Background: an optimization exercise with open tools, aiming at small area, a short achievable clock period and few clock cycles per item. Do not read the settings as production practice.
At most, simulation tests tie the RTL to the original design; equivalence was not proved.
No activity file was given, so power comes from the tool's default toggle rates.

Setup of oak:
==> flow/design.v (excerpt) <==
module cws_bitenc (
    input  wire        clk,
    input  wire        rst,
    input  wire        cmd_valid,
    output wire        cmd_ready,
    input  wire [1:0]  cmd_hdr,
    input  wire [1:0]  cmd_crc,
    input  wire        cmd_fec,
    input  wire [12:0] cmd_len,
    input  wire [15:0] cmd_bseq,
    input  wire [31:0] cmd_user,
    input  wire        in_valid,
    output wire        in_ready,
    input  wire [7:0]  in_data,
    output wire        out_valid,
    input  wire        out_ready,
    output wire [15:0] out_data,
    output wire [4:0]  out_nbits,
    output wire        out_last
);
    reg        idle;           
    reg        f_h1, f_h, f_pay, f_c, f_tail;
    reg  [5:0] hsel;           
    reg  [3:0] csel;           
    reg        hlong, has_pay, ck16, ck32, fec;
    reg [47:0] hsr;            
    reg [31:0] crc;            
    reg  [5:0] enc;            
    reg [12:0] in_left;        
    reg        hi_z;           
    reg        in_ready_r;
    reg  [7:0] cur;            
    reg        cur_v;
    reg        cur_d;          
    reg        cur_t;          
    reg        cur_e;          
    reg        cur_l;          
    reg  [7:0] q1_d;           
    reg        q1_v;
    reg        pk_half;        
    reg [15:0] od;
    reg        ov, ol;
    reg  [2:0] onb;
    function [15:0] crc16_byte(input [15:0] c, input [7:0] b);
        integer i;
        reg [15:0] r;
        begin
            r = c;
            for (i = 7; i >= 0; i = i - 1)
                r = {r[14:0], 1'b0} ^ ((r[15] ^ b[i]) ? 16'h1021 : 16'h0000);
            crc16_byte = r;
        end
    endfunction
    function [31:0] crc32_byte(input [31:0] c, input [7:0] b);
        integer i;
  ...
export LEC_CHECK = 0
export CAP_MARGIN = 20
export CORE_MARGIN = 2
export CORE_UTILIZATION = 40
export CTS_BUF_LIST = sky130_fd_sc_hd__clkbuf_4 sky130_fd_sc_hd__clkbuf_8
export PLACE_DENSITY = 0.6
export SETUP_SLACK_MARGIN = 2.8
export SLEW_MARGIN = 20
create_clock -name core_clock -period 5.0 [get_ports {clk}]
standard.sh (not shown) runs the stock make flow with config.mk's settings and CLKGATE_MAP_FILE= SYNTH_SCRIPT=/design/flow/synth_recipe.tcl, a recipe that flattens the netlist after the stock synthesis.
==> flow/flow/run.sh <==
#!/bin/bash
# The standard layout, with plain buffers (buf_1) on the ports instead of
# the delay-cell buffers that buffer_ports picks by default. Every port
# still gets its own buffer.
set -euo pipefail
bash standard.sh finish "BUFFER_PORTS_ARGS=-buffer_cell sky130_fd_sc_hd__buf_1" > flow_make.log 2>&1
oak: done, clean on timing, DRC and antenna
Testbench counts of oak, summed over its fixed seeds: cycles 90,573, items 1,077,244.
[inputs] pine vs oak
Settings: CTS_BUF_LIST now sky130_fd_sc_hd__clkbuf_8, was sky130_fd_sc_hd__clkbuf_4 sky130_fd_sc_hd__clkbuf_8.
==> flow/flow/run.sh <==
#!/bin/bash
# The standard layout, with plain buffers (buf_1) on the ports instead of
# the delay-cell buffers that buffer_ports picks by default, and resizing
# not held to the same cell footprint. Every port still gets its own buffer.
set -euo pipefail
bash standard.sh finish "BUFFER_PORTS_ARGS=-buffer_cell sky130_fd_sc_hd__buf_1" \
    MATCH_CELL_FOOTPRINT=0 > flow_make.log 2>&1
### Flow results
Higher cell area was reported by pine, not oak.
There was hardly any difference in global-route usage between pine and oak.
Between oak and pine, the multi-input gate share of total cell area figures differ only marginally.
Going from oak to pine, worst slew margin relative to its limit grows by 2.9 points.
| post-DP HPWL | pine vs oak | ≈ equal |
What birch does differently from pine at the input level:
Settings: CORE_UTILIZATION now 60, was 40; PLACE_DENSITY now 0.75, was 0.6.
==> flow/flow/run.sh <==
#!/bin/bash
# The standard layout, with plain buffers (buf_1) on the ports instead of
# the delay-cell buffers that buffer_ports picks by default. Every port
# still gets its own buffer.
set -euo pipefail
bash standard.sh finish "BUFFER_PORTS_ARGS=-buffer_cell sky130_fd_sc_hd__buf_1" > flow_make.log 2>&1
--- outcome ---
- On birch: register share of total power is 0.2 points higher than what pine gave.
- Diff pine -> birch | leakage component of the power | decrease of 0.034 nW
- Compared birch vs pine, and routed wire length is down in birch.
- birch: sequential share of layout area higher than pine
- Re logic gate share of total power: birch is 0.3 points down on pine.
- Number of hold violations in the final report: birch vs pine — no meaningful difference
- Higher design area goes to pine over birch.
- Fraction of registers with async set or reset after synthesis came out exactly the same in pine and birch.
- Overall power after layout for birch: 0.36% down relative to pine
Inputs modified between birch and maple:
Settings: SETUP_SLACK_MARGIN: 2.8 -> 2.6; PLACE_DENSITY: 0.75 -> 0.6; CORE_UTILIZATION: 60 -> 40.
### Flow results
Taking birch as the reference, in maple length of the first detailed-routing pass in iterations lost 1, final critical delay including setup and external delays picked up an extra 0.057 ns.
On count of plain and timing-repair buffers in the layout: maple sits below birch.
Compared with birch, maple has less setup slack.
Measured against birch, the die area of maple comes out at 1.5 times the reference value.
Compared with birch, in maple buffering overhead has decreased; via count has decreased; clock share of power has increased.
Per the comparison of maple with birch, cell area decreased by 0.63% relative to the old numbers, total power decreased by 1.1% relative to the old numbers, combinational share of power decreased by 0.8 points relative to the old numbers.
> inputs changed (maple -> cedar)
Settings: SETUP_SLACK_MARGIN now 3.0, was 2.6.
==> run notes <==
- In the metrics for cedar and maple, the one carrying the lower final core utilization is maple.
- NOTE: pin count of the biggest net entering global routing in cedar falls short of that of maple
- Count of buffers added by post-CTS timing repair for setup, cedar and maple, higher one = cedar.
- Diff maple -> cedar | fraction of power consumed by combinational cells | increase of 5.0 points
- The setup slack after placement of cedar is higher than that of maple.
- Taking maple as the reference, in cedar fraction of area in registers decreased by 2.7 points relative to the old numbers; wire length increased by 5.0% relative to the old numbers; leakage power increased by about 10% relative to the old numbers.

---

The RTL this note starts from:
==> flow/design.v <==
module cws_bitenc (
    input  wire        clk,
    input  wire        rst,
    input  wire        cmd_valid,
    output wire        cmd_ready,
    input  wire [1:0]  cmd_hdr,
    input  wire [1:0]  cmd_crc,
    input  wire        cmd_fec,
    input  wire [12:0] cmd_len,
    input  wire [15:0] cmd_bseq,
    input  wire [31:0] cmd_user,
    input  wire        in_valid,
    output wire        in_ready,
    input  wire [7:0]  in_data,
    output wire        out_valid,
    input  wire        out_ready,
    output wire [15:0] out_data,
    output wire [4:0]  out_nbits,
    output wire        out_last
);
    reg        ph_idle, ph_h0, ph_h, ph_pay, ph_crc, ph_tail, ph_empty;
    reg        hlong, has_pay, ck16, ck32, fec;
    reg  [4:0] h0b;            
    reg [55:0] hsr;            
    reg  [2:0] cnt;            
    reg [31:0] crc;            
    reg  [5:0] enc;            
    reg [12:0] in_left;        
    reg        in_ready_r;
    reg        q0_v, q1_v, q0_l, q1_l;
    reg  [7:0] q0_d, q1_d;
    reg [15:0] pk;             
    reg        pk_full, pk_half, pk_last;
    reg  [2:0] pk_nb;          
    reg [15:0] od;
    reg        ov, ol;
    reg  [2:0] onb;
    wire [7:0] ab = ({3'b000, h0b}            & {8{ph_h0}})
                  | (hsr[55:48]               & {8{ph_h}})
                  | (q0_d                     & {8{ph_pay}})
                  | ((crc[31:24] ^ {8{ck32}}) & {8{ph_crc}});
    wire go = !pk_full && (ph_h0 || ph_h || ph_crc || ph_tail || ph_empty ||
                           (ph_pay && q0_v));
    wire nocrc = !ck16 && !ck32;
    wire h_end = ph_h && (hlong ? (cnt == 3'd7) : (cnt == 3'd3));
    wire p_end = ph_pay && q0_l;
    wire c_end = ph_crc && (ck32 ? (cnt == 3'd3) : (cnt == 3'd1));
    wire to_pay  = h_end && has_pay;
    wire to_crc  = (h_end && !has_pay && !nocrc) || (p_end && !nocrc);
    wire to_tail = ((h_end && !has_pay && nocrc) || (p_end && nocrc) || c_end) && fec;
    wire is_last = ph_tail || ph_empty ||
                   (((h_end && !has_pay && nocrc) || (p_end && nocrc) || c_end) && !fec);
    function [15:0] crc16_byte(input [15:0] c, input [7:0] b);
        integer i;
        reg [15:0] r;
        begin
            r = c;
            for (i = 7; i >= 0; i = i - 1)
                r = {r[14:0], 1'b0} ^ ((r[15] ^ b[i]) ? 16'h1021 : 16'h0000);
            crc16_byte = r;
        end
    endfunction
    function [31:0] crc32_byte(input [31:0] c, input [7:0] b);
        integer i;
        reg [31:0] r;
        begin
            r = c;
            for (i = 0; i < 8; i = i + 1)
                r = {1'b0, r[31:1]} ^ ((r[0] ^ b[i]) ? 32'hEDB8_8320 : 32'h0000_0000);
            crc32_byte = r;
        end
    endfunction
    wire [31:0] c32n = crc32_byte(crc, ab);
    wire [15:0] c16n = crc16_byte(crc[31:16], ab);
    wire [31:0] crc_upd = {ck32 ? c32n[31:16] : c16n, c32n[15:0]};
    reg [15:0] fw;
    reg  [5:0] enc_n;
    always @* begin : conv
        integer i;
        reg [6:0] w;
        reg [5:0] s;
        s = enc;
        for (i = 0; i < 8; i = i + 1) begin
            w = {ab[7 - i], s};
            fw[2 * i]     = ^(w & 7'o171);
            fw[2 * i + 1] = ^(w & 7'o133);
            s = w[6:1];
        end
        enc_n = s;
    end
    wire [7:0] rb = {ab[0], ab[1], ab[2], ab[3], ab[4], ab[5], ab[6], ab[7]};
    wire        complete = fec || ph_tail || ph_empty || pk_half || is_last;
    wire [15:0] cb = fec     ? {fw[15:12] & {4{!ph_tail}}, fw[11:0]} :
                     pk_half ? {rb, pk[7:0]} : {8'h00, rb};
    wire [2:0]  cb_nb = fec     ? (ph_tail ? 3'b011 : 3'b100) :
                        pk_half ? 3'b100 :
                        ph_empty ? 3'b000 : 3'b010;
    wire out_free = !ov || out_ready;
    wire pop    = go && ph_pay;
    wire push   = in_valid && in_ready_r;
    wire keep0  = q0_v && !pop;
    wire accept = ph_idle && cmd_valid;
    wire q_last = (in_left == 13'd1);
    wire q1_v_n = keep0 ? (q1_v || push) : (q1_v && push);
    wire left_nz_n = accept ? (cmd_len != 13'd0) :
                     ph_idle ? 1'b0 :
                     push ? !q_last : (in_left != 13'd0);
    assign cmd_ready = ph_idle;
    assign in_ready  = in_ready_r;
    assign out_valid = ov;
    assign out_data  = od;
    assign out_nbits = {onb, 2'b00};
    assign out_last  = ol;
    always @(posedge clk) begin
        if (ph_idle) begin
            hlong   <= (cmd_hdr == 2'd2);
            has_pay <= (cmd_len != 13'd0);
            ck16    <= (cmd_crc == 2'd1);
            ck32    <= (cmd_crc == 2'd2);
            fec     <= cmd_fec;
            h0b     <= cmd_len[12:8];
            hsr     <= {cmd_len[7:0], cmd_bseq, cmd_user};
            in_left <= cmd_len;
            crc     <= 32'hFFFF_FFFF;
            enc     <= 6'd0;
            cnt     <= 3'd0;
        end else begin
            if (push)
                in_left <= in_left - 13'd1;
            if (go) begin
                cnt <= (to_crc ? 3'd0 : cnt + 3'd1);
                if (ph_h)
                    hsr <= {hsr[47:0], 8'd0};
                if (ph_h0 || ph_h || ph_pay)
                    crc <= crc_upd;
                if (ph_crc)
                    crc <= {crc[23:0], 8'd0};
                enc <= enc_n;
            end
        end
        if (rst) begin
            ph_idle  <= 1'b1;
            ph_h0    <= 1'b0;
            ph_h     <= 1'b0;
            ph_pay   <= 1'b0;
            ph_crc   <= 1'b0;
            ph_tail  <= 1'b0;
            ph_empty <= 1'b0;
        end else if (accept) begin
            ph_idle  <= 1'b0;
            ph_h0    <= (cmd_hdr != 2'd0);
            ph_pay   <= (cmd_hdr == 2'd0) && (cmd_len != 13'd0);
            ph_crc   <= (cmd_hdr == 2'd0) && (cmd_len == 13'd0) && (cmd_crc != 2'd0);
            ph_tail  <= (cmd_hdr == 2'd0) && (cmd_len == 13'd0) && (cmd_crc == 2'd0) && cmd_fec;
            ph_empty <= (cmd_hdr == 2'd0) && (cmd_len == 13'd0) && (cmd_crc == 2'd0) && !cmd_fec;
        end else if (go) begin
            ph_idle  <= is_last;
            ph_h0    <= 1'b0;
            ph_h     <= ph_h0 || (ph_h && !h_end);
            ph_pay   <= to_pay || (ph_pay && !p_end);
            ph_crc   <= to_crc || (ph_crc && !c_end);
            ph_tail  <= to_tail;
            ph_empty <= 1'b0;
        end
        if (!keep0) begin
            q0_d <= q1_v ? q1_d : in_data;
            q0_l <= q1_v ? q1_l : q_last;
        end
        if (!(keep0 && q1_v)) begin
            q1_d <= in_data;
            q1_l <= q_last;
        end
        if (rst) begin
            q0_v       <= 1'b0;
            q1_v       <= 1'b0;
            in_ready_r <= 1'b0;
        end else begin
            q0_v       <= keep0 || q1_v || push;
            q1_v       <= q1_v_n;
            in_ready_r <= left_nz_n && !q1_v_n;
        end
        if (go) begin
            pk      <= cb;
            pk_nb   <= cb_nb;
            pk_last <= is_last;
        end
        if (rst) begin
            pk_full <= 1'b0;
            pk_half <= 1'b0;
        end else begin
            if (go)
                pk_half <= !complete;
            if (go && complete && !out_free)
                pk_full <= 1'b1;
            else if (out_free)
                pk_full <= 1'b0;
        end
        if (out_free) begin
            od  <= pk_full ? pk      : cb;
            onb <= pk_full ? pk_nb   : cb_nb;
            ol  <= pk_full ? pk_last : is_last;
        end
        if (rst)
            ov <= 1'b0;
        else if (out_free)
            ov <= pk_full || (go && complete);
    end
endmodule
make LEC_CHECK=0 CAP_MARGIN=20 CORE_MARGIN=2 CORE_UTILIZATION=40 PLACE_DENSITY=0.6 SETUP_SLACK_MARGIN=2.5 SLEW_MARGIN=20 finish   # period 5.0 ns
run.sh (not shown) runs the stock make flow with config.mk's settings and CLKGATE_MAP_FILE= SYNTH_SCRIPT=/design/flow/synth_recipe.tcl, a recipe that flattens the netlist after the stock synthesis.
Stock flow here: none of the scripts above is used.
The starting point ran to the end with no violations.
Testbench counts at the start, summed over its fixed seeds: cycles 90,288, items 1,077,244.
Rerun with:
--- a/flow/config.mk
+++ b/flow/config.mk
@@ -12 +11,0 @@
-export SETUP_SLACK_MARGIN = 2.5
Result:
- clock power went down by about 4%
- design area went down by 10%
- power went down by 13%
- critical path depth went down by 2
- worst hold slack got worse by 12 ps
- worst setup slack got worse by 850 ps
- clock-buffer cell count went up by 1
- final cell count went down by 5.4%

---

## run 1
Another version of the RTL of cws_bitenc (not shown whole).
For scale: roughly 860 cells after synthesis, ~180 flip-flops, ~100 I/O pins.
// cws_bitenc
module cws_bitenc (
    input  wire        clk,
    input  wire        rst,
    input  wire        cmd_valid,
    output wire        cmd_ready,
    input  wire [1:0]  cmd_hdr,
    input  wire [1:0]  cmd_crc,
    input  wire        cmd_fec,
    input  wire [12:0] cmd_len,
    input  wire [15:0] cmd_bseq,
    input  wire [31:0] cmd_user,
    input  wire        in_valid,
    output wire        in_ready,
    input  wire [7:0]  in_data,
    output wire        out_valid,
    input  wire        out_ready,
    output wire [15:0] out_data,
    output wire [4:0]  out_nbits,
    output wire        out_last
);
clock: 5.0 ns
lec_check: 0
cap_margin: 20
core_margin: 2
core_utilization: 40
place_density: 0.6
setup_slack_margin: 2.4
slew_margin: 20
No stage failed in run 1, and the final checks on the layout all came back clean.
Relative to run 1, the following input files were edited for run 2:
- swapping 2.4 for 2.8 in SETUP_SLACK_MARGIN
Findings:
- When run 2 is measured against run 1, its time the worst path needs with I/O delays and setup turns out 0.22 ns lower.
- When run 2 is set beside run 1, its largest fanout on the critical path turns out to be 15 smaller.
- Summary of run 2 over run 1: setup slack at placement climbed 0.034 ns, buffer count excluding the clock tree in the final layout climbed 42.
- Between run 2 and run 1, the worst-case clock skew does not differ in any meaningful way.
- Looking at portion of the clock cycle consumed by the worst path in the final layout, run 2 sits below run 1.
- Register cell area after layout: run 1 vs run 2, no meaningful difference
- Clock network power share, run 2 and run 1: larger value in run 1
- Taking run 1 over run 2, the design area ratio works out to 0.940.
- Power per unit of standard cell area shrinks slightly when moving from run 1 to run 2.
- NOTE: utilization in run 2 exceeds that of run 1
[inputs] run 3 vs run 2
- a change of SETUP_SLACK_MARGIN from 2.8 to 3.1
Findings:
Global-route usage, run 3 and run 2: smaller value in run 2
Run 3 vs run 2, cell count went up by 4.5%.
Compared with run 2, run 3 ends up with a larger final cell area.
Highest-power group: registers -> run 2, combinational cells -> run 3
On sequential share of layout area: between run 3 and run 2, it ends up lower for run 3.
Re global-route congestion overflow total: no difference whatsoever between run 3 and run 2.
Function was not checked in any run of this note: the RTL went through the layout flow alone.

-- separate check: timing with driven ports --
The flow's constraints put no driver on any port. The routed layouts listed below were extracted and timed again, unchanged, in two steps. Step 1 (the two cells are an assumption about what drives the block):
set clk [get_ports {clk}]
set_driving_cell -lib_cell sky130_fd_sc_hd__clkbuf_16 $clk
set_driving_cell -lib_cell sky130_fd_sc_hd__buf_2 [delete_from_list [all_inputs] $clk]
Step 2 moves the port delays by t, midway between the first and last clock arrival at a register: inputs arrive t later, outputs are due t later. That takes back most of the time a late clock gives input paths. Three values: ideal, step 1, step 2; two values: the first two.
| run | t (ns) | slack for setup (ns) | hold WS [ns] | clock arrival spread, ns |
|---|---|---|---|---|
| oak | 0.508 | 2.867 / 2.838 / 2.380 | 0.485 / 0.485 / 0.485 | 0.017 / 0.017 |
| pine | 0.510 | 2.802 / 2.818 / 2.308 | 0.485 / 0.485 / 0.485 | 0.020 / 0.020 |
| birch | 0.514 | 2.753 / 2.767 / 2.253 | 0.487 / 0.487 / 0.487 | 0.017 / 0.017 |
| maple | 0.502 | 2.696 / 2.700 / 2.213 | 0.484 / 0.484 / 0.484 | 0.017 / 0.018 |
| cedar | 0.500 | 2.825 / 2.826 / 2.326 | 0.474 / 0.474 / 0.474 | 0.009 / 0.009 |
| the first run of note 2 | 0.478 | 2.393 / 2.393 / 2.185 | 0.528 / 0.528 / 0.528 | 0.015 / 0.015 |
| the second run of note 2 | 0.477 | 1.540 / 1.540 / 1.540 | 0.517 / 0.517 / 0.517 | 0.023 / 0.022 |
| run 1 | 0.474 | 2.533 / 2.533 / 2.126 | 0.472 / 0.472 / 0.472 | 0.010 / 0.010 |
| run 2 | 0.477 | 2.752 / 2.752 / 2.477 | 0.481 / 0.481 / 0.481 | 0.018 / 0.018 |
| run 3 | 0.477 | 2.692 / 2.692 / 2.685 | 0.491 / 0.491 / 0.491 | 0.015 / 0.016 |
After both steps setup and hold are still met in every run listed. For birch, which loses most, drivers alone change the setup slack by +0.014 ns; drivers and shift together by -0.500 ns.
